Source: an optimization exercise on an open RTL-to-GDS flow (aim: small area and a short achievable clock period). Production flows keep margins and buffers that such runs may drop.
Function was checked by simulation only, so behaviour that the tests miss may differ from the original.
Power and IR drop assume default switching activity.

==> flow/design.v <==
module rld_ecc_enc (
    input  wire [63:0] data,
    input  wire        poison,
    output wire [7:0]  check
);
    reg [6:0] c;
    integer   p, n, i;
    always @* begin
        c = 7'd0;
        n = 0;
        for (p = 1; p < 72; p = p + 1) begin
            if ((p & (p - 1)) != 0) begin
                for (i = 0; i < 7; i = i + 1)
                    if (p[i])
                        c[i] = c[i] ^ data[n];
                n = n + 1;
            end
        end
    end
    wire c7 = (^data) ^ (^c);
    assign check = {c7, poison ? ~c : c};
endmodule
module rld_ecc (
    input  wire        clk,
    input  wire        rst,
    input  wire        in_valid,
    input  wire [71:0] in_code,
    input  wire [63:0] in_wdata,
    input  wire [7:0]  in_bmask,
    input  wire        in_wpoison,
    output reg         out_valid,
    output reg  [63:0] out_data,
    output reg  [71:0] out_code,
    output reg  [1:0]  out_status,
    output reg  [6:0]  out_syn,
    output reg         out_poison
);
    localparam [1:0] ST_CLEAN = 2'd0;
    localparam [1:0] ST_CORR  = 2'd1;
    localparam [1:0] ST_POISON = 2'd2;
    localparam [1:0] ST_UE    = 2'd3;
    function [64*7-1:0] rld_ecc_dpos_table(input integer unused);
        integer p, n;
        begin
            rld_ecc_dpos_table = {64*7{1'b0}};
            n = 0;
            for (p = 1; p < 72; p = p + 1)
                if ((p & (p - 1)) != 0) begin
                    rld_ecc_dpos_table[7*n +: 7] = p[6:0];
                    n = n + 1;
                end
        end
    endfunction
    reg        r_valid;
    reg [71:0] r_code;
    reg [63:0] r_wdata;
    reg [7:0]  r_bmask;
    reg        r_wpoison;
    always @(posedge clk) begin
        if (rst)
            r_valid <= 1'b0;
        else
            r_valid <= in_valid;
        r_code    <= in_code;
        r_wdata   <= in_wdata;
        r_bmask   <= in_bmask;
        r_wpoison <= in_wpoison;
    end
    wire [63:0] rd_data  = r_code[63:0];
    wire [7:0]  rd_check = r_code[71:64];
    wire [7:0]  rd_recalc;
    rld_ecc_enc u_chk_enc (
        .data   (rd_data),
        .poison (1'b0),
        .check  (rd_recalc)
    );
    wire [6:0] syn    = rd_check[6:0] ^ rd_recalc[6:0];
    wire       parity = ^r_code;
    localparam [64*7-1:0] DPOS = rld_ecc_dpos_table(0);
    reg [63:0] flip;
    reg [1:0]  status;
    integer j;
    always @* begin
        flip   = 64'd0;
        status = ST_CLEAN;
        if (syn == 7'd0) begin
            status = parity ? ST_CORR : ST_CLEAN;
        end else if (!parity) begin
            status = ST_UE;
        end else if (syn == 7'h7F) begin
            status = ST_POISON;
        end else if (syn <= 7'd71) begin
            status = ST_CORR;
            for (j = 0; j < 64; j = j + 1)
                if (DPOS[7*j +: 7] == syn)
                    flip[j] = 1'b1;
        end else begin
            status = ST_UE;
        end
    end
    wire [63:0] corrected = rd_data ^ flip;
    wire        bad_word  = (status == ST_POISON) || (status == ST_UE);
    reg [63:0] merged;
    integer b;
    always @* begin
        for (b = 0; b < 8; b = b + 1)
            merged[8*b +: 8] = r_bmask[b] ? r_wdata[8*b +: 8] : corrected[8*b +: 8];
    end
    wire poison = (r_wpoison && (r_bmask != 8'h00)) ||
                  (bad_word && (r_bmask != 8'hFF));
    wire [7:0] new_check;
    rld_ecc_enc u_wr_enc (
        .data   (merged),
        .poison (poison),
        .check  (new_check)
    );
    always @(posedge clk) begin
        if (rst)
            out_valid <= 1'b0;
        else
            out_valid <= r_valid;
        out_data   <= merged;
        out_code   <= {new_check, merged};
        out_status <= status;
        out_syn    <= syn;
        out_poison <= poison;
    end
endmodule
==> flow/run.sh <==
#!/bin/bash
# synth_recipe.tcl (not shown) runs the flow's synth.tcl, then flattens the netlist and writes it again
# the make line also repeats each setting of config.mk as NAME=value (left out here)
make -C /OpenROAD-flow-scripts/flow DESIGN_CONFIG=/design/flow/config.mk WORK_HOME=/design/flow/orfs CLKGATE_MAP_FILE= SYNTH_SCRIPT=/design/flow/synth_recipe.tcl finish
==> flow/config.mk <==
export PLATFORM = sky130hd
export DESIGN_NAME = rld_ecc
export DESIGN_NICKNAME = rld_ecc
export VERILOG_FILES = /design/flow/design.v
export SDC_FILE = /design/flow/constraint.sdc
export NUM_CORES = 4
export LEC_CHECK = 0
export CAP_MARGIN = 20
export CORE_MARGIN = 2
export CORE_UTILIZATION = 40
export SLEW_MARGIN = 20
==> flow/constraint.sdc <==
create_clock -name core_clock -period 6.0 [get_ports {clk}]
set_input_delay 1.2000 -clock core_clock [delete_from_list [all_inputs] [get_ports {clk}]]
set_output_delay 1.2000 -clock core_clock [all_outputs]
set_load 0.01 [all_outputs]
==> summary.txt <==
Run status
  – Status: no timing/DRC/antenna violations

Setup path
  – Worst R2R Path Depth: 14
  – CP arrival: 6.16 ns
  – Worst path cell trace: xor3_2 > xnor3_1 > xnor3_1 > xnor3_2 > nor2_1 > and3_2 > or4_1 > a31oi_1 > xor3_1 > xnor3_1 > xnor3_1 > xnor3_2 > xnor3_1 > xor3_1
  – Slowest cell delay on critical path: 0.53 ns
  – Worst R2R Start: r_code[53]
  – Critical Path RT: 6.39 ns
  – Type of origin of the critical path: register
  – CP endpoint kind: register
  – Setup CP Type: register to register
  – CP max-delay cell: xnor3_2
  – Critical path fanouts, max: 9
  – R2r endpoint: out_code[71]
  – Worst R2R Setup Slack: 0.23 ns
  – WP buf/inv: 0
  – Crit-path leading delay family: XOR/XNOR gates
  – CP most frequent cell: xnor3_1

Timing
  – Relative slew slack: about two fifths
  – Worst setup margin: approximately 0.23 ns
  – Final worst-path cycle share: a little over nine tenths
  – Unrepaired setup endpoints after global routing: no
  – Final Critical Period: between 5 and 6 ns
  – Worst Skew: roughly 0.017 ns
  – Max Freq: 173 MHz
  – Hold slack: 0.438 ns
  – Final TNS setup: 0 ns
  – Final setup viols: 0
  – Final Hold Viols: 0
  – Max-slew violation count: 0
  – Worst Tran Pin Value: 0.910 ns

Place
  – Placed Area: 13800 sq um
  – Port Buf Inserts: 294
  – Hpwl dp: 28100 um
  – Final Wtd Congestion: 0.895
  – Pre-CTS WS: ~0.25 ns

Final layout
  – P&R area growth vs syn: 40.7%
  – Layout Nets: 1404
  – Final instance area: approximately 15000 sq um
  – Share of cells above drive strength 1: 11.0%

Detailed routing
  – Drt via density: between 4 and 5
  – Drt drc: 0
  – Final ANT Viol Nets: 0
  – Drt total wl: ~34000 um
  – Number of DRC markers in iteration 0: 470
  – Post-DR wirelength/cell: 21.3 um
  – Vias post-DR: around 7700
  – Pre-antenna DRT Iters: 6

Logic synthesis
  – Post-synth ARST share: 0%
  – Largest cells by area after synthesis: dfxtp_1 44%, xnor2_1 12%, xnor3_1 12%, xor2_1 5.8%, buf_4 4.6%
  – Yosys warnings: 2
  – Synth Cell Area: 10500 sq um
  – Synth top area share: 43.8%
  – Post-synth cell types: 58
  – Syn nets: 1101
  – Synth Register Bits: between 200 and 250
  – Register area share after synthesis: between 40% and 50%
  – Synth Flop Type: dfxtp_1
  – Post-synth EDFFs: 0
  – Average size of a mapped cell: 11.0 sq um
  – Cell count after synthesis: 953
  – Dominant cell type by area after synthesis: dfxtp_1

Worst hold path
  – Worst Hold Depth: 1
  – Hold path start: r_valid
  – Hold endpoint: out_valid
  – Hold WC Path Type: register to register

Global routing
  – Met1 Resource Use GR: 31.6%
  – Total GRT Usage: between 20% and 30%
  – M3 GR Usage: 5.23%
  – Met2 Track Usage GR: 39.4%
  – Gr busiest metal: met2
  – Initial antenna violation count: 0
  – Congestion Overflow GR: 0
  – Vias in the first global route: 7694
  – Global-route wire length before repair: 49300 um
  – Largest net degree at the start of global routing: 27

CTS
  – CTS HTree Levels: 1
  – Inserted Clock Buffers: 24
  – CTS tree: yes
  – Worst-Skew Late Latency: between 0.5 and 0.6 ns
  – CTS Hold Bufs: 0
  – Clk slew on worst S/H paths: 0.06 ns
  – Clock Tree Buf Depth: 3
  – Root Driver: clkbuf_16
  – Clk sinks: 229

Power and ir drop
  – Areal power density over the cells: 576 nW/um^2
  – Total Power: about 8.5 mW
  – VDD IR-drop max: 0.325 mV
  – Leak: 6.13 nW

Die
  – Die Y: ~170 um
  – Cell Rows: 59
  – Core area: 25800 sq um
  – Initial core utilization: 40.5%
  – Die area: 27500 sq um
  – Die Wd: roughly 170 um
  – Boundary Pins: 295

Flow run
  – # Max-Cap Violations: 0
worst max-delay path by stage:
stage	startpoint	slack (ns)	cells after the start	to
after floorplan	r_code[53]	0.67	14	out_code[71]
after detailed placement	r_code[53]	0.25	14	out_code[71]
after CTS	r_code[53]	0.22	14	out_code[71]
final	r_code[53]	0.23	14	out_code[71]
after global placement	r_code[53]	0.32	14	out_code[71]
after global routing	r_code[53]	0.03	14	out_code[71]
state kept, by name (all words and copies together), names as in the netlist, 2 cells and up:
name        flops
out_code       72
r_wdata        64
r_code         72
out_status      2
out_syn         7
r_bmask         8
area by class of cell:
type                    instances  area, sq um
diodes                          1         2.50
fillers                      2274        11100
multi-input cells             612         5210
flip-flops and latches        229         4580
clock buffers                  33          706
repair buffers                371         3520
well taps                     335          419
inverters                      18         67.6
clock inverters                11          208
metal layers:
metal	wire length (um)	share of wire [%]
met1	15000	44
met2	15700	46
met3	2270	6.6
met4	1400	4.1
met5	0	0
through the flow:
stage / utilization, % / std cells
finish: 57.0 / 1610
global route: 56.9 / 1609
CTS: 56.8 / 1605
detailed placement: 53.3 / 1561
global placement: 53.3 / 1561
floorplan: - / 953
logic make-up after synthesis:
kind of cell    Yosys count  synth area share, %
simple gates            221                 10.6
mux                       2                0.191
buf+inv                 112                 6.42
compound gates          105                 6.03
xor+xnor                284                 32.9
flops                   229                 43.8
cell usage in the layout (no fill, tap or decap), types with 21 or more instances in the layout:
cell type,instances
clkdlybuf4s50_1,294
dfxtp_1,229
xnor2_1,146
buf_4,77
nand2_1,72
xor2_1,69
xnor3_1,54
nor2_1,42
o21ai_0,40
nand3_1,28
clkbuf_16,25
o21ai_1,21
worst reg2reg max path: cells and delay by family, from the launching register on:
kind | cells | cell delay [ns]
AOI/OAI and AO/OA | 1 | 0.27
DFF | 1 | 0.37
xor gates and xnor gates | 10 | 3.98
and+or+nand+nor | 3 | 1.00
synthesized netlist by cell type, drive strengths merged, types with 14 or more instances:
master,instances
clkbuf,25
xnor2,149
inv,16
o21ai,62
xnor3,58
nand3,31
nor2b,14
nand2,72
xor2,70
buf,69
dfxtp,229
nor2,42
report_power, final:
group | switching [mW] | leakage, nW | internal, mW
Clock | 0.606 | 0.448 | 1.08
Sequential | 0.115 | 1.93 | 1.73
Combinational | 2.44 | 3.75 | 2.50
Total | 3.16 | 6.13 | 5.31
timing repair:
item                                    CTS  global route
gates resized for setup                   0             2
endpoints found under the setup margin    0             1
setup buffers                             0             4

[static timing again, ports no longer ideal]
Ports are ideal in the flow. The routed layout listed here was re-timed in OpenROAD.
Step 1 sets driving cells, clkbuf_16 on the clock port and buf_2 on the other inputs (assumed; they add their load-dependent delay and slew).
Step 2 adds t to the input delays and takes it off the output delays; t is the mean of the earliest and latest rising clock arrival at the registers after step 1. Input paths then give back, and output paths get back, about the clock's delay inside the block.
a / b / c = ideal / step 1 / step 2; a / b = the first two.
t (ns): 0.562
slack for setup (ns): 0.235 / 0.235 / 0.235
worst data-port slew with drivers (ns): 0.06
cell pins on the clock port's net: 1
After both steps setup and hold are still met in this run. For this run, drivers alone change the setup slack by 0.000 ns; drivers and shift together by 0.000 ns.
